Background: an optimization exercise with open tools, aiming at small area, a short achievable clock period and few clock cycles. Do not read the settings as production practice.
At most, simulation tests tie the RTL to the original design; equivalence was not proved.

lane 1:
==> flow/design.v (excerpt) <==
module digest_unit (
    input  wire        clk,
    input  wire        rst,
    input  wire        in_valid,
    output wire        in_ready,
    input  wire [63:0] in_data,
    input  wire [3:0]  in_nbytes,
    input  wire        in_last,
    input  wire [1:0]  in_alg,
    input  wire        in_expect,
    input  wire [63:0] in_cmp,
    output reg         out_valid,
    output reg  [63:0] out_digest,
    output reg         out_match,
    output reg         out_empty
);
    localparam [63:0] TH_INIT = 64'h5D3A91C427E8B06F;
    function [63:0] byterev(input [63:0] x);
        integer j;
        begin
            for (j = 0; j < 8; j = j + 1)
                byterev[8*j +: 8] = x[8*(7-j) +: 8];
        end
    endfunction
    function [63:0] rotl_bytes(input [63:0] x, input [2:0] a);
        begin
            rotl_bytes = x;
            if (a[0]) rotl_bytes = {rotl_bytes[55:0], rotl_bytes[63:56]};
            if (a[1]) rotl_bytes = {rotl_bytes[47:0], rotl_bytes[63:48]};
            if (a[2]) rotl_bytes = {rotl_bytes[31:0], rotl_bytes[63:32]};
        end
    endfunction
  ...
Size in the first run: roughly 4,500 cells after synthesis, ~370 flip-flops, about 210 I/O pins, roughly 0.041 sq mm of cells after synthesis.
clock: 10.0 ns
lec_check: 0
cap_margin: 20
core_margin: 2
core_utilization: 50
slew_margin: 20
standard.sh (not shown) runs the stock make flow with config.mk's settings and CLKGATE_MAP_FILE= SYNTH_SCRIPT=/design/flow/synth_recipe.tcl, a recipe that flattens the netlist after the stock synthesis.
==> flow/flow/run.sh <==
#!/bin/bash
export SETUP_SLACK_MARGIN=5.8
export BUFFER_PORTS_ARGS="-buffer_cell sky130_fd_sc_hd__buf_2"
bash standard.sh > standard.log 2>&1
Testbench counts of lane 1, summed over its fixed seeds: cycles 10,044.
Edits applied to the flow inputs when going from lane 1 to lane 5:
diff --git a/flow/design.v b/flow/design.v
--- a/flow/design.v
+++ b/flow/design.v
@@ -72,27 +72,28 @@
         for (i = 0; i < 8; i = i + 1)
             kmask[i] = (in_nbytes > i);
     end
     reg [63:0] init;
     always @(*) begin
         case (in_alg)
             2'd0:    init = 64'h00000000FFFFFFFF;
             2'd1:    init = 64'd0;
             default: init = TH_INIT;
         endcase
     end
     wire        rot_s = (fstate == F_ROT);
+    wire        pad_s = (fstate == F_PAD);
     wire [2:0]  ra    = rot_s ? (3'd0 - o) : o;
     wire [7:0]  km_o  = {kmask, kmask} >> (4'd8 - {1'b0, o});    
-    wire [7:0]  km_r  = rot_s ? 8'hFF : fire ? km_o : 8'h00;
+    wire [7:0]  km_r  = rot_s ? 8'hFF : pad_s ? 8'h00 : km_o;
     wire [63:0] drot  = rotl_bytes(rot_s ? (s ^ wbuf) : in_data, ra);
     wire [63:0] him   = ge_mask(ra);
     reg  [63:0] wm, om;                           
     always @(*) begin
         for (i = 0; i < 8; i = i + 1) begin
             wm[8*i +: 8] = {8{km_r[i] &  him[8*i]}};
             om[8*i +: 8] = {8{km_r[i] & !him[8*i]}};
         end
     end
     wire [63:0] base  = first ? init : rot_s ? 64'd0 : wbuf;
     wire [63:0] word  = base ^ (drot & wm);       
     wire [63:0] ovp   = drot & om;                
@@ -183,36 +184,35 @@
         end
     end
     always @(posedge clk) begin
         if (fire) begin
             alg_r <= in_alg;
             if (in_last) begin
                 cmp_q   <= in_cmp;
                 exp_q   <= in_expect;
                 empty_q <= first && kz;
             end
         end
     end
-    wire sched_d = (fstate == F_IDLE) ? (fire && (cmpl || (in_last && is_th && o_plus[2:0] != 3'd0)))
-                                      : (fstate == F_ROT || fstate == F_PAD || fstate == F_A || fstate == F_C);
     always @(posedge clk) begin
-        if (!sched_d)
-            d_r <= 64'd0;
-        else if (fstate == F_C)
+        if (fstate == F_C)
             d_r <= m2p >> 27;
         else if (fstate == F_A)
             d_r <= {32'd0, n};
         else
             d_r <= word;
-        wbuf <= (rot_s || (fire && cmpl)) ? ovp : word;
+        if (rot_s || (fire && cmpl))
+            wbuf <= ovp;
+        else if (fire)
+            wbuf <= word;
     end
     wire [63:0] x = s ^ d_r;
     wire [31:0] f32;
     wire [63:0] f64;
     wire p32_t64 = x[38] ^ x[55];
     wire p32_t65 = x[14] ^ x[18];
     wire p32_t66 = x[34] ^ x[57];
     wire p32_t67 = x[33] ^ x[52];
     wire p32_t68 = x[12] ^ x[30];
     wire p32_t69 = x[11] ^ x[47];
     wire p32_t70 = x[53] ^ x[54];
     wire p32_t71 = x[42] ^ x[58];
@@ -1416,27 +1416,28 @@
     wire [63:0] mp  = m1s + {m1k[62:0], 1'b0};
     wire [63:0] m2a = s, m2b = s << 7, m2c = s << 29;
     wire [63:0] m2s = m2a ^ m2b ^ m2c;
     wire [63:0] m2k = (m2a & m2b) | (m2a & m2c) | (m2b & m2c);
     wire [63:0] m2p = m2s + {m2k[62:0], 1'b0};
     wire [63:0] fb  = x ^ (x >> 31);
     wire [8:0]  fbt = fb[63:55] + fb[8:0] - {fb[1:0], 7'd0};
     wire [63:0] fsel = ({64{op_c32}} & {32'd0, f32})
                      | ({64{op_c64}} & f64)
                      | ({64{op_th}}  & {mp[34:0], mp[63:35]})
                      | ({64{op_a}}   & {fbt, fb[54:0]})
                      | ({64{op_b}}   & m2p);
-    wire op_keep = !(op_c32 | op_c64 | op_th | op_a | op_b | op_clr);
+    wire s_en = op_c32 | op_c64 | op_th | op_a | op_b | op_clr;
     always @(posedge clk) begin
-        s <= fsel | ({64{op_keep}} & x);
+        if (s_en)
+            s <= fsel;
     end
     wire [63:0] sv = s ^ wbuf;
     wire [63:0] se = {s[28:0], s[63:29]};         
     reg  [63:0] fdig;
     always @(*) begin
         case (alg_r)
             2'd0:    fdig = {32'd0, ~sv[31:0]};
             2'd1:    fdig = byterev(sv);
             default: fdig = se ^ (se >> 33);
         endcase
     end
     always @(posedge clk) begin
Results
Of lane 5 and lane 1, lane 1 shows the lower count of flip-flops with a built-in enable after synthesis, with lane 5 above it.
Compared with lane 1, the detailed router inserted more vias in lane 5.
Global-route usage, lane 5 and lane 1: lower on lane 5
Delta (lane 5 minus lane 1): first-pass GRT wire length rose by about 0.36%; final non-filler cell area up 0.0028 sq mm.
| adder-cell share of the synthesized area | lane 5 vs lane 1 | ≈ equal |
As far as number of pins exceeding their max-slew limit in the final report goes, lane 1 and lane 5 are indistinguishable; the numbers are identical.
Of lane 5 and lane 1, lane 5 shows the higher global routing usage on met3, with lane 1 below it.
Any difference in smallest hold slack between lane 5 and lane 1 is small enough to ignore.
Relative to lane 1, the number of instances resized during post-cts repair measured on lane 5 has increased by more than a quarter.
Both conditions hold for lane 5: the flow ran to the end and the final layout passed the timing, DRC and antenna checks.
Looking at total length of routed met2 wires, lane 5 sits 5400 um below lane 1.
Worst setup slack: lower on lane 5
Function not checked in lane 5: the RTL went through the layout flow alone.

-- afterwards: timing with drivers on the ports --
The results above use ideal ports. As a check the final layouts listed here were re-extracted and re-timed, cells and wires unchanged. Step 1: set_driving_cell puts a clkbuf_16 on clk and a buf_2 on each other input, an assumption about the parent block. Step 2 also shifts input and output timing later by t, the mid clock arrival at the registers, as if the neighbouring blocks saw the same clock. a / b / c = ideal ports / drivers / drivers and shift; a / b = the first two.
run | shift t [ns] | setup WS [ns] | slew at the worst register clock pin (ns) | pins driven straight from the clock port
lane 1 | 0.680 | 5.641 / 5.641 / 5.180 | 0.07 / 0.07 | 1
lane 5 | 0.625 | 5.585 / 5.585 / 5.321 | 0.07 / 0.07 | 1
After both steps every run listed still meets setup and hold. The setup slack of lane 1, which loses most, moves by 0.000 ns with the drivers and by -0.461 ns with both steps.
